Source: an optimization exercise on an open RTL-to-GDS flow (aim: small area, a short achievable clock period and few clock cycles per item). Production flows keep margins and buffers that such runs may drop. In this exercise RTL edits were held to simulation tests only and were not proved equivalent to the original.

==> flow/design.v (outline; a module is shown in full before it is edited, if it fits) <==
// module pev_fmul: 23 lines
// module pev_i2f: 23 lines
// module pev_key: 7 lines
// module pev_rca: 9 lines
// module pev_inc: 9 lines
// module pev_fadd: 13 lines
// module pev_fadd_al: 33 lines
// module pev_fadd_nr: 47 lines
// module pev_mul24_csa: 953 lines
// module pev_point: 183 lines
module pev_point (
    input  wire        clk,
    input  wire        rst,
    input  wire        in_valid,
    output wire        in_ready,
    input  wire [31:0] x,           
    input  wire [31:0] gain,
    input  wire [31:0] offset,
    input  wire        filt_en,
    input  wire        restart,
    input  wire [31:0] alpha,
    input  wire [31:0] y_prev,
    input  wire [31:0] lim_hh,
    input  wire [31:0] lim_h,
    input  wire [31:0] lim_l,
    input  wire [31:0] lim_ll,
    input  wire [31:0] clr_hh,
    input  wire [31:0] clr_h,
    input  wire [31:0] clr_l,
    input  wire [31:0] clr_ll,
    input  wire [3:0]  lim_en,      
    input  wire [3:0]  cond_prev,   
    output reg         out_valid,
    output reg  [31:0] y_out,
    output reg  [3:0]  cond_out,
    output reg         bad_range
);
  // ...
==> flow/flow/run.sh <==
#!/bin/bash
# The standard layout (standard.sh, unchanged synthesis and steps), with
# the timing repair steps asked to keep a setup margin. The design is still
# built and signed off at the design's clock and constraints; the margin
# only makes repair_timing work toward the shorter period that the pipeline
# reaches, instead of stopping at the 125 ns the clock allows.
set -euo pipefail
bash standard.sh SETUP_SLACK_MARGIN=97 finish > standard.log 2>&1
==> flow/standard.sh <==
#!/bin/bash
# synth_recipe.tcl (not shown) runs the flow's synth.tcl, then flattens the netlist and writes it again
# the make line also repeats each setting of config.mk as NAME=value (left out here)
make -C /OpenROAD-flow-scripts/flow DESIGN_CONFIG=/design/flow/config.mk WORK_HOME=/design/flow/orfs CLKGATE_MAP_FILE= SYNTH_SCRIPT=/design/flow/synth_recipe.tcl "${@:-finish}"
==> flow/config.mk <==
export PLATFORM = sky130hd
export DESIGN_NAME = pev_point
export DESIGN_NICKNAME = pev_point
export VERILOG_FILES = /design/flow/design.v
export SDC_FILE = /design/flow/constraint.sdc
export NUM_CORES = 4
export LEC_CHECK = 0
export ABC_AREA = 1
export ABC_CLOCK_PERIOD_IN_PS = 50000
export CAP_MARGIN = 20
export CORE_MARGIN = 2
export CORE_UTILIZATION = 50
export SLEW_MARGIN = 20
==> flow/constraint.sdc <==
create_clock -name core_clock -period 125.0 [get_ports {clk}]
set_input_delay 25.0000 -clock core_clock [delete_from_list [all_inputs] [get_ports {clk}]]
set_output_delay 25.0000 -clock core_clock [all_outputs]
set_load 0.01 [all_outputs]
==> flow_metrics.py, run 1 <==
metrics = {
    "sta": {
        "timing.final.setup_violations": 0,
        "max-slew-margin-rel_pct": 10.8,
    },
    "placement": {
        "gpl.final_weighted_congestion": 0.997,
        "placement.setup.worst_slack_ns": 98.58,
        "place_hpwl_um": 243000,
    },
    "synthesis": {
        "synthesis.area_um2": 88700,
        "number_of_flops_mapped_to_enable_cells_by_yosys": 0,
    },
    "route": {
        "met3_wirelength_um": 24600,
        "finalWirelength_um": 314000,
        "top_layer": "met4",
        "detailedRoute.firstIterationViolations": 7578,
        "drc": 0,
        "met1Wirelength_um": 126000,
    },
    "outcome": {
        "status": "timing/DRC/antenna clean",
    },
    "worst_setup_path": {
        "cp-startpoint": "cond_out[3]$_DFF_P_",
        "crit_slowest_cell": "clkdlybuf4s50_1",
        "critPathMaxFanout": 1,
        "worst_r2r_endpoint": "s_ms2[15]$_SDFF_PP0_",
    },
    "finish": {
        "post_route_cells_drive_above_1_share_pct": 6.70,
        "commonest_non_fill_non_tap_cell_in_the_layout": "nand2_1",
        "mostFrequentLayoutCells": "nand2_1 (2,544), inv_1 (1,556), dfxtp_1 (1,054)",
    },
    "global_route": {
        "global_route.usage.met3_pct": 5.53,
        "grt_use_total_pct": 34.1,
    },
    "clock_network": {
        "clockRootBuffer": "clkbuf_16",
    },
}
Testbench counts, summed over its fixed seeds: cycles 32,040, items 32,000.
==> run 2: changes to the inputs <==
==> flow/run.sh (new file) <==
#!/bin/bash
# synth_recipe.tcl (not shown) runs the flow's synth.tcl, then flattens the netlist and writes it again
# the make line also repeats each setting of config.mk as NAME=value (left out here)
make -C /OpenROAD-flow-scripts/flow DESIGN_CONFIG=/design/flow/config.mk WORK_HOME=/design/flow/orfs CLKGATE_MAP_FILE= SYNTH_SCRIPT=/design/flow/synth_recipe.tcl finish
--- a/flow/config.mk
+++ b/flow/config.mk
@@ -10,4 +10,4 @@
 export CAP_MARGIN = 20
 export CORE_MARGIN = 2
-export CORE_UTILIZATION = 50
+export CORE_UTILIZATION = 40
 export SLEW_MARGIN = 20
removed: flow/flow/run.sh
removed: flow/standard.sh
==> flow_metrics.py, run 2 <==
metrics = {
    "synthesis": {
        "synth-seq-cells": 1057,
        "syn-instance-count": 12066,
        "synth_largest_area_cell": "dfxtp_1",
        "synthArstFlopShare_pct": 0,
        "number_of_flops_mapped_to_enable_cells_by_yosys": 0,
        "ys.warnings.count": 1,
        "number_of_nets_produced_by_synthesis": 13575,
        "synthFlopType": "dfxtp_1",
        "synth_seq_area_share_pct": 23.9,
        "synthesis.area_um2": 88700,
        "yosysTopAreaCellShare_pct": 23.9,
        "yosys-top-cells-area": "dfxtp_1 (24%), fa_1 (12%), nand2_1 (11%)",
        "count_of_cell_types_in_the_netlist": 87,
        "ranking_of_synthesized_cells_by_instance_count": "nand2_1 (2,546), inv_1 (1,561), dfxtp_1 (1,057)",
        "syn_avg_cell_area_um2": 7.35,
        "yosys.cell_count.top_type": "nand2_1",
    },
    "sta": {
        "max-slew-margin-rel_pct": 18.7,
        "rsz0062_at_grt": "no",
        "final_period_minus_worst_setup_slack_ns": 26.64,
        "slew_viol_final": 0,
        "final_hold_viol_count": 0,
        "achievable-frequency_mhz": 37.5,
        "totalNegativeSetupSlack_ns": 0,
        "final.setup.worst_slack_ns": 98.36,
        "timing.final.crit_share_pct": 21.3,
        "clock_skew_ns": 0.0269,
        "worstMarginPinSlew_ns": 1.22,
        "timing.final.setup_violations": 0,
    },
    "worst_setup_path": {
        "critPathRequiredTime_ns": 100.00,
        "cp-start-kind": "register",
        "critical_path.endpoint_type": "primary output",
        "max_stage_delay_ns": 0.57,
        "crit_arrival_ns": 1.64,
        "r2r_setup_slack_ns": 98.85,
        "critPathMaxFanout": 1,
        "path_delay_family": "buffers and inverters",
        "crit_slowest_cell": "clkdlybuf4s50_1",
        "timing.critical_path.cells": "clkdlybuf4s50_1",
        "worst-setup-path-type": "reg -> out",
        "worst-path-buf-inv": 1,
    },
    "clock_network": {
        "clk_latency_ns": 0.76,
        "cts_buffers": 110,
        "cts.hold.buffers_added": 0,
        "cts_tree": "yes",
        "clock_sinks": 1057,
        "cts.repair.resized": 0,
        "cts_max_level": 3,
        "clock_tree_buffer_depth": 3,
        "cts.repair_timing.setup_buffer_count": 0,
        "clockRootBuffer": "clkbuf_16",
        "path_clk_slew_ns": 0.06,
    },
    "floorplanning": {
        "die_y_um": 475,
        "boundaryPins": 468,
        "design.die.area_um2": 226000,
        "num_rows": 172,
        "floorplan.core_area_um2": 220000,
        "floorplan.initialDensity_pct": 40.3,
        "chip_width_um": 475,
    },
    "global_route": {
        "grt_antenna_before_repair": 11,
        "grt_use_total_pct": 28.2,
        "global_route.peak_usage_layer": "met2",
        "grtUsageMet2_pct": 45.8,
        "globalRoute.totalOverflow": 0,
        "global_route.usage.met3_pct": 4.32,
        "grt_pass1_vias": 81379,
        "grt_start_max_net_pins": 93,
        "grt_pass1_wl_um": 488000,
        "met1_usage_pct": 36.5,
    },
    "job": {
        "maxCapViolations": 0,
    },
    "finish": {
        "post_route_cells_drive_above_1_share_pct": 6.75,
        "design_area_um2": 99700,
        "final_nets": 13756,
        "mostFrequentLayoutCells": "nand2_1 (2,543), inv_1 (1,560), dfxtp_1 (1,053)",
        "area_growth_syn_to_layout_pct": 12.4,
        "layout.core_utilization_pct": 45.3,
        "commonest_non_fill_non_tap_cell_in_the_layout": "nand2_1",
    },
    "route": {
        "drt-wirelength-per-cell_um": 21.3,
        "num_vias": 83121,
        "detailedRoute.firstIterationViolations": 7463,
        "detailedRoute.firstPassIterationCount": 8,
        "drc": 0,
        "finalWirelength_um": 326000,
        "final_antenna_net_count": 0,
        "post_drt_via_cell_ratio": 5.43,
    },
    "placement": {
        "place_hpwl_um": 253000,
        "placement.setup.worst_slack_ns": 98.66,
        "detailed_place.area_um2": 95900,
        "gpl.final_weighted_congestion": 0.973,
        "port-buffer-count": 466,
    },
    "outcome": {
        "status": "timing/DRC/antenna clean",
    },
    "min_path": {
        "worst_hold_path_type": "reg -> reg",
    },
}
==> run 2: changes by cell type in the layout (fill, tap and decap cells not counted), moves of 5 or more <==
cell	before	now
nor2_1	759	772
nor2_2	40	29
buf_4	142	152
clkinv_2	14	23
bufinv_16	15	10
clkinv_16	7	2
clkinvlp_4	9	4
==> run 2: layout make-up <==
| type | instances | area [µm²] |
|---|---|---|
| Antenna cell | 6 | 15.0 |
| Clock buffer | 135 | 3010 |
| Clock inverter | 69 | 812 |
| Fill cell | 22236 | 120000 |
| Inverter | 1649 | 6190 |
| Multi-Input combinational cell | 8807 | 59000 |
| Sequential cell | 1057 | 21200 |
| Tap cell | 2958 | 3700 |
| Timing Repair Buffer | 622 | 5840 |
==> run 2: stage by stage <==
step | instances | hold slack, ns
CTS | 15294 | 0.289
global placement | 15089 | 0.311
floorplan | 12066 | 0.310
finish | 15303 | 0.311
global route | 15299 | 0.297
detailed placement | 15090 | 0.312
==> run 2: cells by family (layout without fill, tap and decap cells) <==
logic type | Yosys count | after routing | share of synthesized area, %
and+or+nand+nor | 4661 | 4661 | 22.6
buffers and inverters | 2202 | 2475 | 9.75
AOI/OAI and AO/OA | 1977 | 1977 | 12.9
adders and majority gates | 1082 | 1082 | 19.6
DFF | 1057 | 1057 | 23.9
xor gates and xnor gates | 941 | 941 | 9.37
muxes | 145 | 145 | 1.82
other | 1 | 7 | 0.00423
==> run 2: worst paths after layout <==
path / startpoint / to / depth (start not counted)
max: cond_out[0]$_DFF_P_ / cond_out[0] / 1
min: k_l3[14]$_DFF_P_ / k_l4[14]$_DFF_P_ / 0
min reg2reg: k_l3[14]$_DFF_P_ / k_l4[14]$_DFF_P_ / 0
max reg2reg: x1[0]$_DFF_P_ / s_ms2[16]$_SDFF_PP0_ / 126
==> run 2: per-layer routing <==
layer	part of all wire [%]	vias up	wire length (µm)
met4	5.3	4	17400
met1	42	39279	137000
met5	0.0071	-	23
met3	7.5	738	24300
li1	-	39594	-
met2	45	3506	148000
==> module pev_fmul, before the edit <==
module pev_fmul (
    input  wire [31:0] a,
    input  wire [31:0] b,
    output wire [31:0] y,
    output wire        ovf        
);
    wire [7:0]  ea = a[30:23], eb = b[30:23];
    wire        a_zero = (ea == 8'd0), b_zero = (eb == 8'd0);
    wire        s      = a[31] ^ b[31];
    wire [47:0] px, py;
    pev_mul24_csa u_csa (.a({1'b1, a[22:0]}), .b({1'b1, b[22:0]}), .x(px), .y(py));
    wire [47:0] p      = px + py;
    wire        top    = p[47];
    wire [23:0] mant   = top ? p[47:24] : p[46:23];
    wire        g      = top ? p[23] : p[22];
    wire        st     = (p[21:0] != 22'd0) | (top & p[22]);
    wire        rup    = g & (st | mant[0]);
    wire [24:0] mr     = {1'b0, mant} + {24'd0, rup};
    wire [9:0]  e1     = {2'b00, ea} + {2'b00, eb} + {9'd0, top} + {9'd0, mr[24]} - 10'd127;
    wire        zero   = a_zero | b_zero | e1[9] | (e1 == 10'd0);
    assign ovf = !zero && (e1[8] || e1[7:0] == 8'hFF);
    assign y   = zero ? {s, 31'd0} : {s, e1[7:0], mr[22:0]};
endmodule
==> module pev_i2f, before the edit <==
module pev_i2f (
    input  wire [31:0] x,
    output wire [31:0] y
);
    wire        s   = x[31];
    wire [31:0] mag = s ? (32'd0 - x) : x;
    wire        z16 = (mag[31:16] == 16'd0);
    wire [31:0] v1  = z16 ? {mag[15:0], 16'd0} : mag;
    wire        z8  = (v1[31:24] == 8'd0);
    wire [31:0] v2  = z8 ? {v1[23:0], 8'd0} : v1;
    wire        z4  = (v2[31:28] == 4'd0);
    wire [31:0] v3  = z4 ? {v2[27:0], 4'd0} : v2;
    wire        z2  = (v3[31:30] == 2'd0);
    wire [31:0] v4  = z2 ? {v3[29:0], 2'd0} : v3;
    wire        z1  = !v4[31];
    wire [31:0] n   = z1 ? {v4[30:0], 1'b0} : v4;
    wire [4:0]  lz  = {z16, z8, z4, z2, z1};
    wire [23:0] mant = n[31:8];
    wire        rup  = n[7] & ((n[6:0] != 7'd0) | mant[0]);
    wire [24:0] mr   = {1'b0, mant} + {24'd0, rup};
    wire [7:0]  e    = 8'd158 - {3'd0, lz} + {7'd0, mr[24]};
    assign y = (x == 32'd0) ? 32'd0 : {s, e, mr[22:0]};
endmodule
==> module pev_fadd_al, before the edit <==
module pev_fadd_al (
    input  wire [31:0] a,
    input  wire [31:0] b,
    output wire [30:0] l,         
    output wire        ls,        
    output wire [26:0] ms,        
    output wire        sub,       
    output wire        zz,        
    output wire        zs         
);
    wire        a_zero = (a[30:23] == 8'd0), b_zero = (b[30:23] == 8'd0);
    wire        swap = (b[30:0] > a[30:0]);
    wire [30:0] m    = swap ? a[30:0] : b[30:0];
    assign l   = swap ? b[30:0] : a[30:0];
    assign ls  = swap ? b[31] : a[31];
    assign sub = a[31] ^ b[31];
    assign zz  = a_zero & b_zero;
    assign zs  = a[31] & b[31];
    wire [7:0]  d;
    wire        d_co;
    pev_rca #(8) u_d (.a(l[30:23]), .b(~m[30:23]), .ci(1'b1), .s(d), .co(d_co));
    wire        m_nz = (m[30:23] != 8'd0);
    wire [26:0] mm = {m_nz, m[22:0] & {23{m_nz}}, 3'b000};
    wire        big = (d[7:5] != 3'd0) || (d[4:0] >= 5'd27);
    wire [26:0] a0 = mm;
    wire [26:0] a1 = d[0] ? {1'b0,  a0[26:1]}  : a0;  wire s1 = d[0] & a0[0];
    wire [26:0] a2 = d[1] ? {2'b0,  a1[26:2]}  : a1;  wire s2 = d[1] & (a1[1:0] != 0);
    wire [26:0] a3 = d[2] ? {4'b0,  a2[26:4]}  : a2;  wire s3 = d[2] & (a2[3:0] != 0);
    wire [26:0] a4 = d[3] ? {8'b0,  a3[26:8]}  : a3;  wire s4 = d[3] & (a3[7:0] != 0);
    wire [26:0] a5 = d[4] ? {16'b0, a4[26:16]} : a4;  wire s5 = d[4] & (a4[15:0] != 0);
    wire        stk = big ? m_nz : (s1 | s2 | s3 | s4 | s5);
    assign ms = big ? {26'd0, m_nz} : {a5[26:1], a5[0] | stk};
endmodule
==> module pev_fadd_nr, before the edit <==
module pev_fadd_nr #(parameter FAST = 0) (
    input  wire [30:0] l,
    input  wire        ls,
    input  wire [26:0] ms,
    input  wire        sub,
    input  wire        zz,
    input  wire        zs,
    output wire [31:0] y,
    output wire        ovf
);
    wire [26:0] lm = {1'b1, l[22:0], 3'b000};
    wire [26:0] rs;
    wire        rco;
    generate if (FAST) begin : gf
        assign {rco, rs} = {1'b0, lm} + {1'b0, ms ^ {27{sub}}} + {27'd0, sub};
    end else begin : gr
        pev_rca #(27) u_r (.a(lm), .b(ms ^ {27{sub}}), .ci(sub), .s(rs), .co(rco));
    end endgenerate
    wire [27:0] r = {rco & ~sub, rs};
    wire [26:0] v0 = r[26:0];
    wire        z16 = (v0[26:11] == 16'd0);
    wire [26:0] v1 = z16 ? {v0[10:0], 16'd0} : v0;
    wire        z8  = (v1[26:19] == 8'd0);
    wire [26:0] v2 = z8 ? {v1[18:0], 8'd0} : v1;
    wire        z4  = (v2[26:23] == 4'd0);
    wire [26:0] v3 = z4 ? {v2[22:0], 4'd0} : v2;
    wire        z2  = (v3[26:25] == 2'd0);
    wire [26:0] v4 = z2 ? {v3[24:0], 2'd0} : v3;
    wire        z1  = !v4[26];
    wire [26:0] v5 = z1 ? {v4[25:0], 1'b0} : v4;
    wire [4:0]  lz = {z16, z8, z4, z2, z1};
    wire [26:0] rn = r[27] ? {r[27:2], r[1] | r[0]} : v5;
    wire [9:0]  e0 = r[27] ? ({2'b00, l[30:23]} + 10'd1) : ({2'b00, l[30:23]} - {5'd0, lz});
    wire [23:0] mant = rn[26:3];
    wire        rup  = rn[2] & (rn[1] | rn[0] | mant[0]);
    wire [23:0] mr;
    wire        mco;
    pev_inc #(24) u_inc (.a(mant), .ci(rup), .s(mr), .co(mco));
    wire [9:0]  e1   = e0 + {9'd0, mco};
    wire        rzero = !r[27] && !v5[26];
    wire        flush = e1[9] || (e1 == 10'd0);
    assign ovf = !zz && !rzero && !flush && (e1[8] || e1[7:0] == 8'hFF);
    assign y = zz    ? {zs, 31'd0} :
               rzero ? 32'd0 :
               flush ? {ls, 31'd0} :
                       {ls, e1[7:0], mr[22:0]};
endmodule
==> module pev_point, before the edit <==
module pev_point (
    input  wire        clk,
    input  wire        rst,
    input  wire        in_valid,
    output wire        in_ready,
    input  wire [31:0] x,           
    input  wire [31:0] gain,
    input  wire [31:0] offset,
    input  wire        filt_en,
    input  wire        restart,
    input  wire [31:0] alpha,
    input  wire [31:0] y_prev,
    input  wire [31:0] lim_hh,
    input  wire [31:0] lim_h,
    input  wire [31:0] lim_l,
    input  wire [31:0] lim_ll,
    input  wire [31:0] clr_hh,
    input  wire [31:0] clr_h,
    input  wire [31:0] clr_l,
    input  wire [31:0] clr_ll,
    input  wire [3:0]  lim_en,      
    input  wire [3:0]  cond_prev,   
    output reg         out_valid,
    output reg  [31:0] y_out,
    output reg  [3:0]  cond_out,
    output reg         bad_range
);
    assign in_ready = 1'b1;
    function automatic is_special(input [31:0] v);
        is_special = (v[30:23] == 8'hFF);
    endfunction
    function automatic is_nan(input [31:0] v);
        is_nan = (v[30:23] == 8'hFF) && (v[22:0] != 23'd0);
    endfunction
    reg         v1;
    reg  [31:0] x1, gain1, off1, alpha1, yp1;
    reg         filt1;
    reg  [31:0] t_hh1, t_h1, t_l1, t_ll1;
    reg  [3:0]  en1, cp1;
    always @(posedge clk) begin
        if (rst) v1 <= 1'b0;
        else     v1 <= in_valid;
        x1     <= x;
        gain1  <= gain;
        off1   <= offset;
        alpha1 <= alpha;
        yp1    <= y_prev;
        filt1  <= filt_en & ~restart;
        t_hh1  <= cond_prev[3] ? clr_hh : lim_hh;
        t_h1   <= cond_prev[2] ? clr_h  : lim_h;
        t_l1   <= cond_prev[1] ? clr_l  : lim_l;
        t_ll1  <= cond_prev[0] ? clr_ll : lim_ll;
        en1    <= lim_en;
        cp1    <= cond_prev;
    end
    wire [31:0] xf, m;
    wire        m_ovf;
    pev_i2f  u_i2f  (.x(x1), .y(xf));
    pev_fmul u_gain (.a(gain1), .b(xf), .y(m), .ovf(m_ovf));
    wire [30:0] s_l;
    wire [26:0] s_ms;
    wire        s_ls, s_sub, s_zz, s_zs;
    pev_fadd_al u_off_al (.a(m), .b(off1), .l(s_l), .ls(s_ls), .ms(s_ms), .sub(s_sub),
                          .zz(s_zz), .zs(s_zs));
    wire [31:0] k_hh, k_h, k_l, k_ll;
    pev_key u_khh (.v(t_hh1), .k(k_hh));
    pev_key u_kh  (.v(t_h1),  .k(k_h));
    pev_key u_kl  (.v(t_l1),  .k(k_l));
    pev_key u_kll (.v(t_ll1), .k(k_ll));
    wire f1_hh = en1[3] & is_nan(t_hh1) & cp1[3];      
    wire f0_hh = ~en1[3] | (is_nan(t_hh1) & ~cp1[3]);  
    wire f1_h  = en1[2] & is_nan(t_h1) & cp1[2];
    wire f0_h  = ~en1[2] | (is_nan(t_h1) & ~cp1[2]);
    wire f1_l  = en1[1] & is_nan(t_l1) & cp1[1];
    wire f0_l  = ~en1[1] | (is_nan(t_l1) & ~cp1[1]);
    wire f1_ll = en1[0] & is_nan(t_ll1) & cp1[0];
    wire f0_ll = ~en1[0] | (is_nan(t_ll1) & ~cp1[0]);
    reg         v2;
    reg  [30:0] s_l2;
    reg  [26:0] s_ms2;
    reg         s_ls2, s_sub2, s_zz2, s_zs2;
    reg  [31:0] alpha2, yp2;
    reg         filt2, bad2;
    reg  [31:0] k_hh2, k_h2, k_l2, k_ll2;
    reg  [3:0]  cp2;
    always @(posedge clk) begin
        if (rst) v2 <= 1'b0;
        else     v2 <= v1;
        s_l2   <= s_l;
        s_ms2  <= s_ms;
        s_ls2  <= s_ls;
        s_sub2 <= s_sub;
        s_zz2  <= s_zz;
        s_zs2  <= s_zs;
        alpha2 <= filt1 ? alpha1 : 32'h3F80_0000;
        yp2    <= yp1;
        filt2  <= filt1;
        bad2   <= is_special(gain1) | m_ovf | is_special(off1) |
                  (filt1 & (is_special(yp1) | is_special(alpha1)));
        k_hh2  <= f0_hh ? 32'hFFFF_FFFF : (f1_hh ? 32'h0000_0000 : k_hh);
        k_h2   <= f0_h  ? 32'hFFFF_FFFF : (f1_h  ? 32'h0000_0000 : k_h);
        k_l2   <= f0_l  ? 32'h0000_0000 : (f1_l  ? 32'hFFFF_FFFF : k_l);
        k_ll2  <= f0_ll ? 32'h0000_0000 : (f1_ll ? 32'hFFFF_FFFF : k_ll);
        cp2    <= cp1;
    end
    wire [31:0] s;
    wire        s_ovf;
    pev_fadd_nr #(.FAST(1)) u_off_nr (.l(s_l2), .ls(s_ls2), .ms(s_ms2), .sub(s_sub2),
                                      .zz(s_zz2), .zs(s_zs2), .y(s), .ovf(s_ovf));
    wire [31:0] nyp = filt2 ? {~yp2[31], yp2[30:0]} : 32'h8000_0000;
    wire [30:0] d_l;
    wire [26:0] d_ms;
    wire        d_ls, d_sub, d_zz, d_zs;
    pev_fadd_al u_diff_al (.a(s), .b(nyp), .l(d_l), .ls(d_ls), .ms(d_ms), .sub(d_sub),
                           .zz(d_zz), .zs(d_zs));
    reg         v3;
    reg  [30:0] d_l3;
    reg  [26:0] d_ms3;
    reg         d_ls3, d_sub3, d_zz3, d_zs3;
    reg  [31:0] alpha3, yp3;
    reg         filt3, bad3;
    reg  [31:0] k_hh3, k_h3, k_l3, k_ll3;
    reg  [3:0]  cp3;
    always @(posedge clk) begin
        if (rst) v3 <= 1'b0;
        else     v3 <= v2;
        d_l3   <= d_l;
        d_ms3  <= d_ms;
        d_ls3  <= d_ls;
        d_sub3 <= d_sub;
        d_zz3  <= d_zz;
        d_zs3  <= d_zs;
        alpha3 <= alpha2;
        yp3    <= yp2;
        filt3  <= filt2;
        bad3   <= bad2 | s_ovf;
        k_hh3  <= k_hh2;
        k_h3   <= k_h2;
        k_l3   <= k_l2;
        k_ll3  <= k_ll2;
        cp3    <= cp2;
    end
    wire [31:0] d, e;
    wire        d_ovf, e_ovf;
    pev_fadd_nr #(.FAST(1)) u_diff_nr (.l(d_l3), .ls(d_ls3), .ms(d_ms3), .sub(d_sub3),
                                       .zz(d_zz3), .zs(d_zs3), .y(d), .ovf(d_ovf));
    pev_fmul u_alph (.a(alpha3), .b(d), .y(e), .ovf(e_ovf));
    reg         v4;
    reg  [31:0] e4, yp4;
    reg         filt4, bad4;
    reg  [31:0] k_hh4, k_h4, k_l4, k_ll4;
    reg  [3:0]  cp4;
    always @(posedge clk) begin
        if (rst) v4 <= 1'b0;
        else     v4 <= v3;
        e4     <= e;
        yp4    <= yp3;
        filt4  <= filt3;
        bad4   <= bad3 | (filt3 & (d_ovf | e_ovf));
        k_hh4  <= k_hh3;
        k_h4   <= k_h3;
        k_l4   <= k_l3;
        k_ll4  <= k_ll3;
        cp4    <= cp3;
    end
    wire [31:0] y;
    wire        y_ovf;
    pev_fadd #(.FAST(1)) u_acc (.a(filt4 ? yp4 : 32'h8000_0000), .b(e4), .y(y), .ovf(y_ovf));
    wire        bad = bad4 | (filt4 & y_ovf);
    wire [31:0] ky;
    pev_key u_ky (.v(y), .k(ky));
    wire n_hh = ky >= k_hh4;
    wire n_h  = ky >= k_h4;
    wire n_l  = ky <= k_l4;
    wire n_ll = ky <= k_ll4;
    always @(posedge clk) begin
        if (rst) out_valid <= 1'b0;
        else     out_valid <= v4;
        bad_range <= bad;
        y_out     <= bad ? yp4 : y;
        cond_out  <= bad ? cp4 : {n_hh, n_h, n_l, n_ll};
    end
endmodule
==> run 3: changes to the inputs <==
--- a/flow/design.v
+++ b/flow/design.v
@@ -5,21 +5,111 @@
     output wire        ovf        
 );
+    wire [25:0] p;
+    wire [9:0]  es;
+    wire        nz_lo, zin, s;
+    pev_fmul_p u_p (.a(a), .b(b), .p(p), .nz_lo(nz_lo), .es(es), .zin(zin), .s(s));
+    pev_fmul_r u_r (.p(p), .nz_lo(nz_lo), .es(es), .zin(zin), .s(s), .y(y), .ovf(ovf));
+endmodule
+module pev_fmul_p (
+    input  wire [31:0] a,
+    input  wire [31:0] b,
+    output wire [25:0] p,         
+    output wire        nz_lo,     
+    output wire [9:0]  es,        
+    output wire        zin,       
+    output wire        s          
+);
     wire [7:0]  ea = a[30:23], eb = b[30:23];
-    wire        a_zero = (ea == 8'd0), b_zero = (eb == 8'd0);
-    wire        s      = a[31] ^ b[31];
+    assign zin = (ea == 8'd0) | (eb == 8'd0);
+    assign s   = a[31] ^ b[31];
+    assign es  = {2'b00, ea} + {2'b00, eb} - 10'd127;
     wire [47:0] px, py;
     pev_mul24_csa u_csa (.a({1'b1, a[22:0]}), .b({1'b1, b[22:0]}), .x(px), .y(py));
-    wire [47:0] p      = px + py;
-    wire        top    = p[47];
-    wire [23:0] mant   = top ? p[47:24] : p[46:23];
-    wire        g      = top ? p[23] : p[22];
-    wire        st     = (p[21:0] != 22'd0) | (top & p[22]);
+    wire        c22, z_lo;
+    pev_carry #(22) u_c22 (.a(px[21:0]), .b(py[21:0]), .co(c22));
+    pev_sumzero #(22) u_z (.a(px[21:0]), .b(py[21:0]), .z(z_lo));
+    assign nz_lo = !z_lo;
+    assign p     = px[47:22] + py[47:22] + {25'd0, c22};
+endmodule
+module pev_fmul_r (
+    input  wire [25:0] p,
+    input  wire        nz_lo,
+    input  wire [9:0]  es,
+    input  wire        zin,
+    input  wire        s,
+    output wire [31:0] y,
+    output wire        ovf
+);
+    wire        top    = p[25];
+    wire [23:0] mant   = top ? p[25:2] : p[24:1];
+    wire        g      = top ? p[1] : p[0];
+    wire        st     = nz_lo | (top & p[0]);
     wire        rup    = g & (st | mant[0]);
-    wire [24:0] mr     = {1'b0, mant} + {24'd0, rup};
-    wire [9:0]  e1     = {2'b00, ea} + {2'b00, eb} + {9'd0, top} + {9'd0, mr[24]} - 10'd127;
-    wire        zero   = a_zero | b_zero | e1[9] | (e1 == 10'd0);
+    wire [23:0] mr;
+    wire        mco;
+    pev_incp #(24) u_inc (.a(mant), .ci(rup), .s(mr), .co(mco));
+    wire [9:0]  e1     = es + {9'd0, top} + {9'd0, mco};
+    wire        zero   = zin | e1[9] | (e1 == 10'd0);
     assign ovf = !zero && (e1[8] || e1[7:0] == 8'hFF);
     assign y   = zero ? {s, 31'd0} : {s, e1[7:0], mr[22:0]};
 endmodule
+module pev_carry #(parameter W = 22) (
+    input  wire [W-1:0] a,
+    input  wire [W-1:0] b,
+    output wire         co
+);
+    localparam L = 5;            
+    wire [W-1:0] g [0:L];        
+    wire [W-1:0] p [0:L];
+    assign g[0] = a & b;
+    assign p[0] = a ^ b;
+    genvar l, i;
+    generate
+        for (l = 0; l < L; l = l + 1) begin : lv
+            for (i = 0; i < W; i = i + 1) begin : b
+                if (((i >> l) & 1) == 1) begin : m
+                    assign g[l+1][i] = g[l][i] | (p[l][i] & g[l][((i >> l) << l) - 1]);
+                    assign p[l+1][i] = p[l][i] & p[l][((i >> l) << l) - 1];
+                end else begin : k
+                    assign g[l+1][i] = g[l][i];
+                    assign p[l+1][i] = p[l][i];
+                end
+            end
+        end
+    endgenerate
+    assign co = g[L][W-1];
+endmodule
+module pev_sumzero #(parameter W = 22) (
+    input  wire [W-1:0] a,
+    input  wire [W-1:0] b,
+    output wire         z
+);
+    wire [W-1:0] t = (a ^ b) ^ {a[W-2:0] | b[W-2:0], 1'b0};
+    assign z = (t == {W{1'b0}});
+endmodule
+module pev_incp #(parameter W = 24) (
+    input  wire [W-1:0] a,
+    input  wire         ci,
+    output wire [W-1:0] s,
+    output wire         co
+);
+    localparam L = 5;            
+    wire [W-1:0] pf [0:L];       
+    assign pf[0] = a;
+    genvar l, i;
+    generate
+        for (l = 0; l < L; l = l + 1) begin : lv
+            for (i = 0; i < W; i = i + 1) begin : b
+                if (((i >> l) & 1) == 1)
+                    assign pf[l+1][i] = pf[l][i] & pf[l][((i >> l) << l) - 1];
+                else
+                    assign pf[l+1][i] = pf[l][i];
+            end
+        end
+    endgenerate
+    wire [W:0] c = {pf[L] & {W{ci}}, ci};
+    assign s  = a ^ c[W-1:0];
+    assign co = c[W];
+endmodule
 module pev_i2f (
     input  wire [31:0] x,
@@ -27,5 +117,7 @@
 );
     wire        s   = x[31];
-    wire [31:0] mag = s ? (32'd0 - x) : x;
+    wire [31:0] mag;
+    wire        mag_co;
+    pev_incp #(32) u_neg (.a(x ^ {32{s}}), .ci(s), .s(mag), .co(mag_co));
     wire        z16 = (mag[31:16] == 16'd0);
     wire [31:0] v1  = z16 ? {mag[15:0], 16'd0} : mag;
@@ -41,6 +133,8 @@
     wire [23:0] mant = n[31:8];
     wire        rup  = n[7] & ((n[6:0] != 7'd0) | mant[0]);
-    wire [24:0] mr   = {1'b0, mant} + {24'd0, rup};
-    wire [7:0]  e    = 8'd158 - {3'd0, lz} + {7'd0, mr[24]};
+    wire [23:0] mr;
+    wire        mco;
+    pev_incp #(24) u_inc (.a(mant), .ci(rup), .s(mr), .co(mco));
+    wire [7:0]  e    = 8'd158 - {3'd0, lz} + {7'd0, mco};
     assign y = (x == 32'd0) ? 32'd0 : {s, e, mr[22:0]};
 endmodule
@@ -61,13 +155,4 @@
   assign co = c[W];
 endmodule
-module pev_inc #(parameter W = 8) (input [W-1:0] a, input ci, output [W-1:0] s, output co);
-  wire [W:0] c; assign c[0] = ci;
-  genvar i;
-  generate for (i = 0; i < W; i = i + 1) begin : g
-    assign s[i] = a[i] ^ c[i];
-    assign c[i+1] = a[i] & c[i];
-  end endgenerate
-  assign co = c[W];
-endmodule
 module pev_fadd #(parameter FAST = 0) (
     input  wire [31:0] a,
@@ -93,4 +178,23 @@
     output wire        zs         
 );
+    wire [23:0] mf;
+    wire [4:0]  d;
+    wire        big;
+    pev_fadd_sw u_sw (.a(a), .b(b), .l(l), .ls(ls), .mf(mf), .d(d), .big(big), .sub(sub),
+                      .zz(zz), .zs(zs));
+    pev_fadd_sh u_sh (.mf(mf), .d(d), .big(big), .ms(ms));
+endmodule
+module pev_fadd_sw (
+    input  wire [31:0] a,
+    input  wire [31:0] b,
+    output wire [30:0] l,         
+    output wire        ls,        
+    output wire [23:0] mf,        
+    output wire [4:0]  d,         
+    output wire        big,       
+    output wire        sub,
+    output wire        zz,
+    output wire        zs
+);
     wire        a_zero = (a[30:23] == 8'd0), b_zero = (b[30:23] == 8'd0);
     wire        swap = (b[30:0] > a[30:0]);
@@ -101,11 +205,19 @@
     assign zz  = a_zero & b_zero;
     assign zs  = a[31] & b[31];
-    wire [7:0]  d;
+    wire [7:0]  dd;
     wire        d_co;
-    pev_rca #(8) u_d (.a(l[30:23]), .b(~m[30:23]), .ci(1'b1), .s(d), .co(d_co));
+    pev_rca #(8) u_d (.a(l[30:23]), .b(~m[30:23]), .ci(1'b1), .s(dd), .co(d_co));
     wire        m_nz = (m[30:23] != 8'd0);
-    wire [26:0] mm = {m_nz, m[22:0] & {23{m_nz}}, 3'b000};
-    wire        big = (d[7:5] != 3'd0) || (d[4:0] >= 5'd27);
-    wire [26:0] a0 = mm;
+    assign mf  = {m_nz, m[22:0] & {23{m_nz}}};
+    assign d   = dd[4:0];
+    assign big = (dd[7:5] != 3'd0) || (dd[4:0] >= 5'd27);
+endmodule
+module pev_fadd_sh (
+    input  wire [23:0] mf,
+    input  wire [4:0]  d,
+    input  wire        big,
+    output wire [26:0] ms
+);
+    wire [26:0] a0 = {mf, 3'b000};
     wire [26:0] a1 = d[0] ? {1'b0,  a0[26:1]}  : a0;  wire s1 = d[0] & a0[0];
     wire [26:0] a2 = d[1] ? {2'b0,  a1[26:2]}  : a1;  wire s2 = d[1] & (a1[1:0] != 0);
@@ -113,6 +225,6 @@
     wire [26:0] a4 = d[3] ? {8'b0,  a3[26:8]}  : a3;  wire s4 = d[3] & (a3[7:0] != 0);
     wire [26:0] a5 = d[4] ? {16'b0, a4[26:16]} : a4;  wire s5 = d[4] & (a4[15:0] != 0);
-    wire        stk = big ? m_nz : (s1 | s2 | s3 | s4 | s5);
-    assign ms = big ? {26'd0, m_nz} : {a5[26:1], a5[0] | stk};
+    wire        stk = big ? mf[23] : (s1 | s2 | s3 | s4 | s5);
+    assign ms = big ? {26'd0, mf[23]} : {a5[26:1], a5[0] | stk};
 endmodule
 module pev_fadd_nr #(parameter FAST = 0) (
@@ -153,5 +265,5 @@
     wire [23:0] mr;
     wire        mco;
-    pev_inc #(24) u_inc (.a(mant), .ci(rup), .s(mr), .co(mco));
+    pev_incp #(24) u_inc (.a(mant), .ci(rup), .s(mr), .co(mco));
     wire [9:0]  e1   = e0 + {9'd0, mco};
     wire        rzero = !r[27] && !v5[26];
@@ -1171,13 +1283,11 @@
         cp1    <= cond_prev;
     end
-    wire [31:0] xf, m;
-    wire        m_ovf;
+    wire [31:0] xf;
     pev_i2f  u_i2f  (.x(x1), .y(xf));
-    pev_fmul u_gain (.a(gain1), .b(xf), .y(m), .ovf(m_ovf));
-    wire [30:0] s_l;
-    wire [26:0] s_ms;
-    wire        s_ls, s_sub, s_zz, s_zs;
-    pev_fadd_al u_off_al (.a(m), .b(off1), .l(s_l), .ls(s_ls), .ms(s_ms), .sub(s_sub),
-                          .zz(s_zz), .zs(s_zs));
+    wire [25:0] m_p;
+    wire [9:0]  m_es;
+    wire        m_nz, m_zin, m_s;
+    pev_fmul_p u_gain_p (.a(gain1), .b(xf), .p(m_p), .nz_lo(m_nz), .es(m_es), .zin(m_zin),
+                         .s(m_s));
     wire [31:0] k_hh, k_h, k_l, k_ll;
     pev_key u_khh (.v(t_hh1), .k(k_hh));
@@ -1194,7 +1304,8 @@
     wire f0_ll = ~en1[0] | (is_nan(t_ll1) & ~cp1[0]);
     reg         v2;
-    reg  [30:0] s_l2;
-    reg  [26:0] s_ms2;
-    reg         s_ls2, s_sub2, s_zz2, s_zs2;
+    reg  [25:0] m_p2;
+    reg  [9:0]  m_es2;
+    reg         m_nz2, m_zin2, m_s2;
+    reg  [31:0] off2;
     reg  [31:0] alpha2, yp2;
     reg         filt2, bad2;
@@ -1204,14 +1315,14 @@
         if (rst) v2 <= 1'b0;
         else     v2 <= v1;
-        s_l2   <= s_l;
-        s_ms2  <= s_ms;
-        s_ls2  <= s_ls;
-        s_sub2 <= s_sub;
-        s_zz2  <= s_zz;
-        s_zs2  <= s_zs;
+        m_p2   <= m_p;
+        m_es2  <= m_es;
+        m_nz2  <= m_nz;
+        m_zin2 <= m_zin;
+        m_s2   <= m_s;
+        off2   <= off1;
         alpha2 <= filt1 ? alpha1 : 32'h3F80_0000;
         yp2    <= yp1;
         filt2  <= filt1;
-        bad2   <= is_special(gain1) | m_ovf | is_special(off1) |
+        bad2   <= is_special(gain1) | is_special(off1) |
                   (filt1 & (is_special(yp1) | is_special(alpha1)));
         k_hh2  <= f0_hh ? 32'hFFFF_FFFF : (f1_hh ? 32'h0000_0000 : k_hh);
@@ -1221,8 +1332,11 @@
         cp2    <= cp1;
     end
+    wire [31:0] m;
+    wire        m_ovf;
+    pev_fmul_r u_gain_r (.p(m_p2), .nz_lo(m_nz2), .es(m_es2), .zin(m_zin2), .s(m_s2),
+                         .y(m), .ovf(m_ovf));
     wire [31:0] s;
     wire        s_ovf;
-    pev_fadd_nr #(.FAST(1)) u_off_nr (.l(s_l2), .ls(s_ls2), .ms(s_ms2), .sub(s_sub2),
-                                      .zz(s_zz2), .zs(s_zs2), .y(s), .ovf(s_ovf));
+    pev_fadd #(.FAST(1)) u_off (.a(m), .b(off2), .y(s), .ovf(s_ovf));
     wire [31:0] nyp = filt2 ? {~yp2[31], yp2[30:0]} : 32'h8000_0000;
     wire [30:0] d_l;
@@ -1251,5 +1365,5 @@
         yp3    <= yp2;
         filt3  <= filt2;
-        bad3   <= bad2 | s_ovf;
+        bad3   <= bad2 | m_ovf | s_ovf;
         k_hh3  <= k_hh2;
         k_h3   <= k_h2;
@@ -1258,11 +1372,18 @@
         cp3    <= cp2;
     end
-    wire [31:0] d, e;
-    wire        d_ovf, e_ovf;
+    wire [31:0] d;
+    wire        d_ovf;
     pev_fadd_nr #(.FAST(1)) u_diff_nr (.l(d_l3), .ls(d_ls3), .ms(d_ms3), .sub(d_sub3),
                                        .zz(d_zz3), .zs(d_zs3), .y(d), .ovf(d_ovf));
-    pev_fmul u_alph (.a(alpha3), .b(d), .y(e), .ovf(e_ovf));
+    wire [25:0] e_p;
+    wire [9:0]  e_es;
+    wire        e_nz, e_zin, e_s;
+    pev_fmul_p u_alph_p (.a(alpha3), .b(d), .p(e_p), .nz_lo(e_nz), .es(e_es), .zin(e_zin),
+                         .s(e_s));
     reg         v4;
-    reg  [31:0] e4, yp4;
+    reg  [25:0] e_p4;
+    reg  [9:0]  e_es4;
+    reg         e_nz4, e_zin4, e_s4;
+    reg  [31:0] yp4;
     reg         filt4, bad4;
     reg  [31:0] k_hh4, k_h4, k_l4, k_ll4;
@@ -1271,8 +1392,12 @@
         if (rst) v4 <= 1'b0;
         else     v4 <= v3;
-        e4     <= e;
+        e_p4   <= e_p;
+        e_es4  <= e_es;
+        e_nz4  <= e_nz;
+        e_zin4 <= e_zin;
+        e_s4   <= e_s;
         yp4    <= yp3;
         filt4  <= filt3;
-        bad4   <= bad3 | (filt3 & (d_ovf | e_ovf));
+        bad4   <= bad3 | (filt3 & d_ovf);
         k_hh4  <= k_hh3;
         k_h4   <= k_h3;
@@ -1281,8 +1406,12 @@
         cp4    <= cp3;
     end
+    wire [31:0] e;
+    wire        e_ovf;
+    pev_fmul_r u_alph_r (.p(e_p4), .nz_lo(e_nz4), .es(e_es4), .zin(e_zin4), .s(e_s4),
+                         .y(e), .ovf(e_ovf));
     wire [31:0] y;
     wire        y_ovf;
-    pev_fadd #(.FAST(1)) u_acc (.a(filt4 ? yp4 : 32'h8000_0000), .b(e4), .y(y), .ovf(y_ovf));
-    wire        bad = bad4 | (filt4 & y_ovf);
+    pev_fadd #(.FAST(1)) u_acc (.a(filt4 ? yp4 : 32'h8000_0000), .b(e), .y(y), .ovf(y_ovf));
+    wire        bad = bad4 | (filt4 & (e_ovf | y_ovf));
     wire [31:0] ky;
     pev_key u_ky (.v(y), .k(ky));
==> flow/flow/run.sh (new file) <==
#!/bin/bash
# The standard layout (standard.sh: the standard synthesis and ORFS
# steps, unchanged), except that the port buffers that global placement adds
# on every input and output are the smallest buffer, buf_1, instead of the
# delay buffer ORFS picks: each port still gets its own buffer.
set -euo pipefail
bash standard.sh "BUFFER_PORTS_ARGS=-buffer_cell sky130_fd_sc_hd__buf_1" finish > standard.log 2>&1
==> flow/standard.sh (new file) <==
#!/bin/bash
# synth_recipe.tcl (not shown) runs the flow's synth.tcl, then flattens the netlist and writes it again
# the make line also repeats each setting of config.mk as NAME=value (left out here)
make -C /OpenROAD-flow-scripts/flow DESIGN_CONFIG=/design/flow/config.mk WORK_HOME=/design/flow/orfs CLKGATE_MAP_FILE= SYNTH_SCRIPT=/design/flow/synth_recipe.tcl "${@:-finish}"
--- a/flow/config.mk
+++ b/flow/config.mk
@@ -10,4 +10,4 @@
 export CAP_MARGIN = 20
 export CORE_MARGIN = 2
-export CORE_UTILIZATION = 40
+export CORE_UTILIZATION = 55
 export SLEW_MARGIN = 20
removed: flow/run.sh
==> flow_metrics.py, run 3 <==
metrics = {
    "min_path": {
        "worst_hold_path_type": "reg -> reg",
        "whs_endpoint": "yp4[11]$_DFF_P_",
        "worstHoldStart": "yp3[11]$_DFF_P_",
        "hold-path-cell-count": 0,
    },
    "finish": {
        "n_fill_cell": 14924,
        "final_nets": 13466,
        "commonest_non_fill_non_tap_cell_in_the_layout": "nand2_1",
        "antenna-diode-count": 0,
        "area_growth_syn_to_layout_pct": 7.22,
        "mostFrequentLayoutCells": "nand2_1 (2,214), inv_1 (1,675), dfxtp_1 (1,072)",
        "post_route_cells_drive_above_1_share_pct": 7.41,
    },
    "synthesis": {
        "synth_largest_area_cell": "dfxtp_1",
        "simple_gate_fraction_of_synth_area_pct": 21.0,
        "yosys-top-cells-area": "dfxtp_1 (24%), fa_1 (12%), nand2_1 (9.4%)",
        "count_of_cell_types_in_the_netlist": 94,
        "synth-seq-cells": 1073,
        "syn-instance-count": 11822,
        "yosys.area_share.adder_pct": 19.2,
        "synth-xor-area-share_pct": 9.04,
        "yosysTopAreaCellShare_pct": 24.2,
        "multiplexer_share_of_the_synthesized_area_pct": 1.98,
        "synthArstFlopShare_pct": 0,
        "yosys.cell_count.top_type": "nand2_1",
        "synth_seq_area_share_pct": 24.2,
        "ys.warnings.count": 4,
        "number_of_nets_produced_by_synthesis": 13302,
        "compound_gate_portion_of_the_synthesized_area_pct": 13.6,
        "synthesis.area_um2": 88900,
        "synthFlopType": "dfxtp_1",
        "synth_top_family_by_area": "simple AND/OR/NAND/NOR gates",
        "syn_avg_cell_area_um2": 7.52,
        "ranking_of_synthesized_cells_by_instance_count": "nand2_1 (2,215), inv_1 (1,676), dfxtp_1 (1,073)",
        "number_of_flops_mapped_to_enable_cells_by_yosys": 0,
    },
    "placement": {
        "gpl.final_weighted_congestion": 1.03,
        "port-buffer-count": 466,
        "place_hpwl_um": 226000,
    },
    "sta": {
        "final.hold.worst_slack_ns": 0.294,
        "final_period_minus_worst_setup_slack_ns": 26.40,
        "slew_viol_final": 0,
        "timing.final.crit_share_pct": 21.1,
        "totalNegativeSetupSlack_ns": 0,
        "worstMarginPinSlew_ns": 1.36,
        "max-slew-margin-rel_pct": 8.13,
        "rsz0062_at_grt": "no",
        "clock_skew_ns": 0.0653,
        "final_hold_viol_count": 0,
        "timing.final.setup_violations": 0,
        "achievable-frequency_mhz": 37.9,
    },
    "route": {
        "num_vias": 81181,
        "drc": 0,
        "finalWirelength_um": 292000,
        "final_antenna_net_count": 0,
        "detailedRoute.firstPassIterationCount": 8,
        "post_drt_via_cell_ratio": 5.70,
        "drt-wirelength-per-cell_um": 20.5,
        "detailedRoute.firstIterationViolations": 7981,
    },
    "worst_setup_path": {
        "critical_path.endpoint_type": "primary output",
        "worst-setup-path-type": "reg -> out",
        "critPathMaxFanout": 1,
        "r2r_setup_slack_ns": 98.85,
        "crit_slowest_cell": "dfxtp_1",
        "path_delay_family": "flip-flops",
        "timing.critical_path.cells": "buf_1",
        "critPathRequiredTime_ns": 100.00,
        "worst-path-buf-inv": 1,
        "rr_worst_depth": 126,
        "max_stage_delay_ns": 0.43,
        "worst_r2r_endpoint": "d_ms3[25]$_SDFF_PP0_",
        "crit_arrival_ns": 1.40,
        "worstReg2RegStart": "m_p2[25]$_DFF_P_",
        "cp-start-kind": "register",
    },
    "clock_network": {
        "cts_tree": "yes",
        "clockRootBuffer": "clkbuf_16",
        "path_clk_slew_ns": 0.08,
        "cts_buffers": 107,
        "cts_max_level": 3,
        "cts.repair.resized": 0,
        "cts.hold.buffers_added": 0,
        "clock_sinks": 1073,
        "clk_latency_ns": 0.80,
        "clock_tree_buffer_depth": 3,
        "cts.repair_timing.setup_buffer_count": 0,
    },
    "floorplanning": {
        "floorplan.core_area_um2": 161000,
        "num_rows": 147,
        "boundaryPins": 468,
        "design.die.area_um2": 165000,
        "chip_width_um": 406,
        "floorplan.initialDensity_pct": 55.4,
        "die_y_um": 406,
    },
    "global_route": {
        "grt_pass1_wl_um": 445000,
        "grt_start_max_net_pins": 69,
        "grt_use_total_pct": 34.6,
        "grt_antenna_before_repair": 10,
        "grt_pass1_vias": 78311,
        "globalRoute.totalOverflow": 0,
    },
    "outcome": {
        "status": "timing/DRC/antenna clean",
    },
    "job": {
        "maxCapViolations": 0,
    },
}
[run 3: logic make-up after synthesis]
family	Yosys count
AND/OR/NAND/NOR	4224
buffers and inverters	2344
AO/OA/AOI/OAI	2057
flip-flops	1073
adder cells (fa/ha/maj)	1052
XOR/XNOR	911
multiplexers	160
other	1
[run 3: layer usage]
metal  wire length, µm  part of all wire (%)  up-vias  GRT usage, %
met4             10800                   3.7        8          12.1
met5                70                 0.024        -         0.208
met1            127000                    44    37904          48.2
li1                  -                     -    38635             -
met3             31100                    11      730          8.42
met2            123000                    42     3904          52.2
[run 3: worst max path at each step]
stage               depth (start not counted)                   end                start  slack [ns]
floorplan                                   3      t_h1[10]$_DFF_P_         cond_prev[2]       99.01
global placement                            2      t_h1[29]$_DFF_P_         cond_prev[2]       98.90
detailed placement                          2      t_h1[28]$_DFF_P_         cond_prev[2]       98.85
CTS                                         1           cond_out[0]  cond_out[0]$_DFF_P_       98.57
global route                              126  d_ms3[25]$_SDFF_PP0_     m_p2[25]$_DFF_P_       96.38
finish                                      1           cond_out[0]  cond_out[0]$_DFF_P_       98.60
[run 3: final cells by class]
class | instances | area [µm²] | area share (%)
flip-flops and latches | 1073 | 21500 | 22.5
multi-input cells | 8405 | 57700 | 60.5
clock inverters | 58 | 774 | 0.813
clock buffers | 142 | 2980 | 3.13
well taps | 2160 | 2700 | 2.84
inverters | 1787 | 6820 | 7.15
repair buffers | 612 | 2850 | 2.99
[run 3: metrics by stage]
step           cells  area (µm²)  util (%)  setup slack (ns)
2_1_floorplan  11822       88900         -             99.01
3_3_place_gp   14035       91500      57.0             98.90
4_1_cts        14237       95300      59.3             98.57
5_1_grt        14237       95300      59.4             96.38
6_report       14237       95300      59.4             98.60
3_5_place_dp   14037       91500      57.0             98.85
Testbench counts of run 3, summed over its fixed seeds: cycles 32,040, items 32,000.
==> run 4: changes to the inputs <==
--- a/flow/design.v
+++ b/flow/design.v
@@ -11,5 +11,5 @@
     pev_fmul_r u_r (.p(p), .nz_lo(nz_lo), .es(es), .zin(zin), .s(s), .y(y), .ovf(ovf));
 endmodule
-module pev_fmul_p (
+module pev_fmul_p #(parameter SK = 0) (
     input  wire [31:0] a,
     input  wire [31:0] b,
@@ -30,5 +30,10 @@
     pev_sumzero #(22) u_z (.a(px[21:0]), .b(py[21:0]), .z(z_lo));
     assign nz_lo = !z_lo;
-    assign p     = px[47:22] + py[47:22] + {25'd0, c22};
+    generate if (SK) begin : gs
+        wire p_co;
+        pev_adds #(26) u_hi (.a(px[47:22]), .b(py[47:22]), .ci(c22), .s(p), .co(p_co));
+    end else begin : gf
+        assign p = px[47:22] + py[47:22] + {25'd0, c22};
+    end endgenerate
 endmodule
 module pev_fmul_r (
@@ -63,5 +68,5 @@
     wire [W-1:0] p [0:L];
     assign g[0] = a & b;
-    assign p[0] = a ^ b;
+    assign p[0] = a | b;
     genvar l, i;
     generate
@@ -80,4 +85,59 @@
     assign co = g[L][W-1];
 endmodule
+module pev_adds #(parameter W = 27) (
+    input  wire [W-1:0] a,
+    input  wire [W-1:0] b,
+    input  wire         ci,
+    output wire [W-1:0] s,
+    output wire         co
+);
+    localparam L = 5;            
+    wire [W:0] g [0:L];          
+    wire [W:0] p [0:L];
+    assign g[0] = {a & b, ci};
+    assign p[0] = {a ^ b, 1'b0};
+    genvar l, i;
+    generate
+        for (l = 0; l < L; l = l + 1) begin : lv
+            for (i = 0; i <= W; i = i + 1) begin : bt
+                if (((i >> l) & 1) == 1) begin : m
+                    assign g[l+1][i] = g[l][i] | (p[l][i] & g[l][((i >> l) << l) - 1]);
+                    assign p[l+1][i] = p[l][i] & p[l][((i >> l) << l) - 1];
+                end else begin : k
+                    assign g[l+1][i] = g[l][i];
+                    assign p[l+1][i] = p[l][i];
+                end
+            end
+        end
+    endgenerate
+    assign s  = p[0][W:1] ^ g[L][W-1:0];      
+    assign co = g[L][W];
+endmodule
+module pev_gt #(parameter W = 32) (
+    input  wire [W-1:0] a,
+    input  wire [W-1:0] b,
+    output wire         gt
+);
+    localparam L = 5;            
+    wire [W-1:0] g [0:L];
+    wire [W-1:0] p [0:L];
+    assign g[0] = a & ~b;
+    assign p[0] = a | ~b;
+    genvar l, i;
+    generate
+        for (l = 0; l < L; l = l + 1) begin : lv
+            for (i = 0; i < W; i = i + 1) begin : bt
+                if (((i >> l) & 1) == 1) begin : m
+                    assign g[l+1][i] = g[l][i] | (p[l][i] & g[l][((i >> l) << l) - 1]);
+                    assign p[l+1][i] = p[l][i] & p[l][((i >> l) << l) - 1];
+                end else begin : k
+                    assign g[l+1][i] = g[l][i];
+                    assign p[l+1][i] = p[l][i];
+                end
+            end
+        end
+    endgenerate
+    assign gt = g[L][W-1];
+endmodule
 module pev_sumzero #(parameter W = 22) (
     input  wire [W-1:0] a,
@@ -198,5 +258,6 @@
 );
     wire        a_zero = (a[30:23] == 8'd0), b_zero = (b[30:23] == 8'd0);
-    wire        swap = (b[30:0] > a[30:0]);
+    wire        swap;
+    pev_gt #(31) u_cmp (.a(b[30:0]), .b(a[30:0]), .gt(swap));
     wire [30:0] m    = swap ? a[30:0] : b[30:0];
     assign l   = swap ? b[30:0] : a[30:0];
@@ -241,5 +302,7 @@
     wire [26:0] rs;
     wire        rco;
-    generate if (FAST) begin : gf
+    generate if (FAST == 2) begin : gs
+        pev_adds #(27) u_r (.a(lm), .b(ms ^ {27{sub}}), .ci(sub), .s(rs), .co(rco));
+    end else if (FAST == 1) begin : gf
         assign {rco, rs} = {1'b0, lm} + {1'b0, ms ^ {27{sub}}} + {27'd0, sub};
     end else begin : gr
@@ -1288,5 +1351,5 @@
     wire [9:0]  m_es;
     wire        m_nz, m_zin, m_s;
-    pev_fmul_p u_gain_p (.a(gain1), .b(xf), .p(m_p), .nz_lo(m_nz), .es(m_es), .zin(m_zin),
+    pev_fmul_p #(.SK(1)) u_gain_p (.a(gain1), .b(xf), .p(m_p), .nz_lo(m_nz), .es(m_es), .zin(m_zin),
                          .s(m_s));
     wire [31:0] k_hh, k_h, k_l, k_ll;
@@ -1412,12 +1475,17 @@
     wire [31:0] y;
     wire        y_ovf;
-    pev_fadd #(.FAST(1)) u_acc (.a(filt4 ? yp4 : 32'h8000_0000), .b(e), .y(y), .ovf(y_ovf));
+    pev_fadd #(.FAST(2)) u_acc (.a(filt4 ? yp4 : 32'h8000_0000), .b(e), .y(y), .ovf(y_ovf));
     wire        bad = bad4 | (filt4 & (e_ovf | y_ovf));
     wire [31:0] ky;
     pev_key u_ky (.v(y), .k(ky));
-    wire n_hh = ky >= k_hh4;
-    wire n_h  = ky >= k_h4;
-    wire n_l  = ky <= k_l4;
-    wire n_ll = ky <= k_ll4;
+    wire g_hh, g_h, g_l, g_ll;
+    pev_gt #(32) u_chh (.a(k_hh4), .b(ky), .gt(g_hh));    
+    pev_gt #(32) u_ch  (.a(k_h4),  .b(ky), .gt(g_h));
+    pev_gt #(32) u_cl  (.a(ky), .b(k_l4),  .gt(g_l));     
+    pev_gt #(32) u_cll (.a(ky), .b(k_ll4), .gt(g_ll));
+    wire n_hh = ~g_hh;                                     
+    wire n_h  = ~g_h;
+    wire n_l  = ~g_l;                                      
+    wire n_ll = ~g_ll;
     always @(posedge clk) begin
         if (rst) out_valid <= 1'b0;
--- a/flow/config.mk
+++ b/flow/config.mk
@@ -10,4 +10,5 @@
 export CAP_MARGIN = 20
 export CORE_MARGIN = 2
-export CORE_UTILIZATION = 55
-export SLEW_MARGIN = 20
+export CORE_UTILIZATION = 65
+export CTS_BUF_LIST = sky130_fd_sc_hd__clkbuf_8
+export SLEW_MARGIN = 70
==> flow_metrics.py, run 4 <==
metrics = {
    "route": {
        "drc": 0,
        "drt-wirelength-per-cell_um": 20.2,
        "final_antenna_net_count": 0,
        "finalWirelength_um": 286000,
        "num_vias": 84771,
        "detailedRoute.firstIterationViolations": 10033,
        "detailedRoute.firstPassIterationCount": 10,
        "post_drt_via_cell_ratio": 5.99,
    },
    "clock_network": {
        "cts_tree": "yes",
        "cts.repair.resized": 0,
        "cts_max_level": 4,
        "cts_buffers": 165,
        "clock_sinks": 1073,
        "clk_latency_ns": 0.96,
        "cts.repair_timing.setup_buffer_count": 0,
        "clockRootBuffer": "clkbuf_8",
        "cts.hold.buffers_added": 0,
        "path_clk_slew_ns": 0.06,
        "clock_tree_buffer_depth": 3,
    },
    "global_route": {
        "grt_antenna_before_repair": 8,
        "grt_start_max_net_pins": 81,
        "global_route.peak_usage_layer": "met2",
        "global_route.usage.met3_pct": 9.13,
        "globalRoute.totalOverflow": 0,
        "grt_pass1_vias": 82224,
        "met1_usage_pct": 50.2,
        "grt_pass1_wl_um": 440000,
        "grtUsageMet2_pct": 65.9,
        "grt_use_total_pct": 40.6,
    },
    "finish": {
        "commonest_non_fill_non_tap_cell_in_the_layout": "nand2_1",
        "mostFrequentLayoutCells": "nand2_1 (2,546), inv_1 (1,671), dfxtp_1 (1,069)",
        "design_area_um2": 94300,
        "seq_area_um2": 21500,
        "multiInputGateArea_um2": 57100,
        "post_route_cells_drive_above_1_share_pct": 8.30,
        "n_fill_cell": 10597,
        "area_growth_syn_to_layout_pct": 8.62,
        "final_nets": 13550,
    },
    "worst_setup_path": {
        "worst_r2r_endpoint": "e_p4[24]$_DFF_P_",
        "rr_worst_depth": 126,
        "max_stage_delay_ns": 0.34,
        "critical_path.endpoint_type": "primary output",
        "path_delay_family": "flip-flops",
        "critPathMaxFanout": 1,
        "timing.critical_path.cells": "buf_1",
        "critPathRequiredTime_ns": 100.00,
        "critical_path_cell_count": 1,
        "worst-setup-path-type": "reg -> out",
        "worst-path-buf-inv": 1,
        "worstReg2RegStart": "d_sub3$_DFF_P_",
        "crit_arrival_ns": 1.44,
        "cp-start-kind": "register",
        "crit_slowest_cell": "dfxtp_1",
        "r2r_setup_slack_ns": 102.22,
    },
    "floorplanning": {
        "floorplan.core_area_um2": 133000,
        "floorplan.initialDensity_pct": 65.3,
        "design.die.area_um2": 137000,
        "num_rows": 134,
        "boundaryPins": 468,
        "die_y_um": 370,
        "chip_width_um": 370,
    },
    "synthesis": {
        "yosysTopAreaCellShare_pct": 24.7,
        "synthesis.area_um2": 86800,
        "synth_seq_area_share_pct": 24.7,
        "syn-instance-count": 12029,
        "ranking_of_synthesized_cells_by_instance_count": "nand2_1 (2,569), inv_1 (1,646), dfxtp_1 (1,073)",
        "syn_avg_cell_area_um2": 7.22,
        "ys.warnings.count": 8,
        "yosys.cell_count.top_type": "nand2_1",
        "count_of_cell_types_in_the_netlist": 81,
        "synthArstFlopShare_pct": 0,
        "number_of_flops_mapped_to_enable_cells_by_yosys": 0,
        "yosys-top-cells-area": "dfxtp_1 (25%), fa_1 (12%), nand2_1 (11%)",
        "number_of_nets_produced_by_synthesis": 13325,
        "synth-seq-cells": 1073,
        "synth_largest_area_cell": "dfxtp_1",
        "synthFlopType": "dfxtp_1",
    },
    "placement": {
        "placement.setup.worst_slack_ns": 99.00,
        "port-buffer-count": 466,
        "place_hpwl_um": 213000,
        "gpl.final_weighted_congestion": 1.00,
        "detailed_place.area_um2": 90300,
    },
    "sta": {
        "max-slew-margin-rel_pct": 66.7,
        "worstMarginPinSlew_ns": 0.495,
        "timing.final.setup_violations": 0,
        "slew_viol_final": 0,
        "rsz0062_at_grt": "no",
        "achievable-frequency_mhz": 37.8,
        "timing.final.crit_share_pct": 21.1,
        "final_hold_viol_count": 0,
        "final_period_minus_worst_setup_slack_ns": 26.44,
        "clock_skew_ns": 0.0771,
        "totalNegativeSetupSlack_ns": 0,
        "final.setup.worst_slack_ns": 98.56,
    },
    "job": {
        "maxCapViolations": 0,
    },
    "outcome": {
        "status": "timing/DRC/antenna clean",
    },
    "min_path": {
        "whs_endpoint": "alpha3[18]$_DFF_P_",
        "hold-path-cell-count": 0,
        "worstHoldStart": "alpha2[18]$_SDFF_PN0_",
        "worst_hold_path_type": "reg -> reg",
    },
}
run 4: worst max path at each step:
stage	end	slack [ns]	start
2_1_floorplan	t_h1[10]$_DFF_P_	99.01	cond_prev[2]
3_3_place_gp	t_ll1[24]$_DFF_P_	98.87	cond_prev[0]
3_5_place_dp	t_h1[22]$_DFF_P_	99.00	cond_prev[2]
4_1_cts	cond_out[0]	98.51	cond_out[0]$_DFF_P_
5_1_grt	y_out[15]	98.51	y_out[15]$_DFF_P_
6_report	cond_out[0]	98.56	cond_out[0]$_DFF_P_
run 4: layout make-up:
cell class	count	area share (%)
Antenna cell	1	0.00265
Clock buffer	199	2.90
Clock inverter	97	0.920
Inverter	1765	7.19
Multi-Input combinational cell	8618	60.5
Sequential cell	1073	22.8
Tap cell	1768	2.34
Timing Repair Buffer	631	3.34
run 4: through the flow:
step                      instances  util, %  hold WS (ns)
after floorplan               12029        -         0.310
after global placement        13807     66.9         0.310
after detailed placement      13842     67.9         0.312
after CTS                     14138     70.6         0.291
after global routing          14152     71.0         0.295
final                         14152     71.0         0.286
run 4: per-layer routing:
metal	share of wire, %	routed length, µm
met1	38	108000
met2	45	129000
met3	10	29700
met4	6.5	18700
met5	0.014	39
run 4: cells by family (layout without fill, tap and decap cells):
logic type | count (synthesis) | count (layout) | synth area share [%]
XOR/XNOR | 887 | 887 | 8.98
AO/OA/AOI/OAI | 1902 | 1902 | 12.5
other | 1 | 2 | 0.00432
flip-flops | 1073 | 1073 | 24.7
multiplexers | 160 | 160 | 2.03
adder cells (fa/ha/maj) | 867 | 867 | 17.1
AND/OR/NAND/NOR | 4801 | 4801 | 23.8
buffers and inverters | 2338 | 2692 | 10.8
Testbench counts of run 4, summed over its fixed seeds: cycles 32,040, items 32,000.

==> what the ideal ports hide <==
Ports are ideal in the flow. The routed layouts listed here were re-timed in OpenROAD. Step 1 (the two cells are an assumption about what drives the block):
set clk [get_ports {clk}]
set_driving_cell -lib_cell sky130_fd_sc_hd__clkbuf_16 $clk
set_driving_cell -lib_cell sky130_fd_sc_hd__buf_2 [delete_from_list [all_inputs] $clk]
Step 2 adds t to the input delays and takes it off the output delays; t is the mean of the earliest and latest rising clock arrival at the registers after step 1. Input paths then give back, and output paths get back, about the clock's delay inside the block. a / b / c = ideal ports / drivers / drivers and shift; a / b = the first two.
run | t, ns | setup WS [ns] | latest minus earliest clock arrival (ns)
run 1 | 0.841 | 98.369 / 98.282 / 98.581 | 0.070 / 0.070
run 2 | 0.846 | 98.360 / 98.264 / 98.642 | 0.027 / 0.026
run 3 | 0.859 | 98.605 / 98.514 / 98.832 | 0.066 / 0.065
run 4 | 0.991 | 98.564 / 98.491 / 99.000 | 0.084 / 0.084
After both steps setup and hold are still met in every run listed.
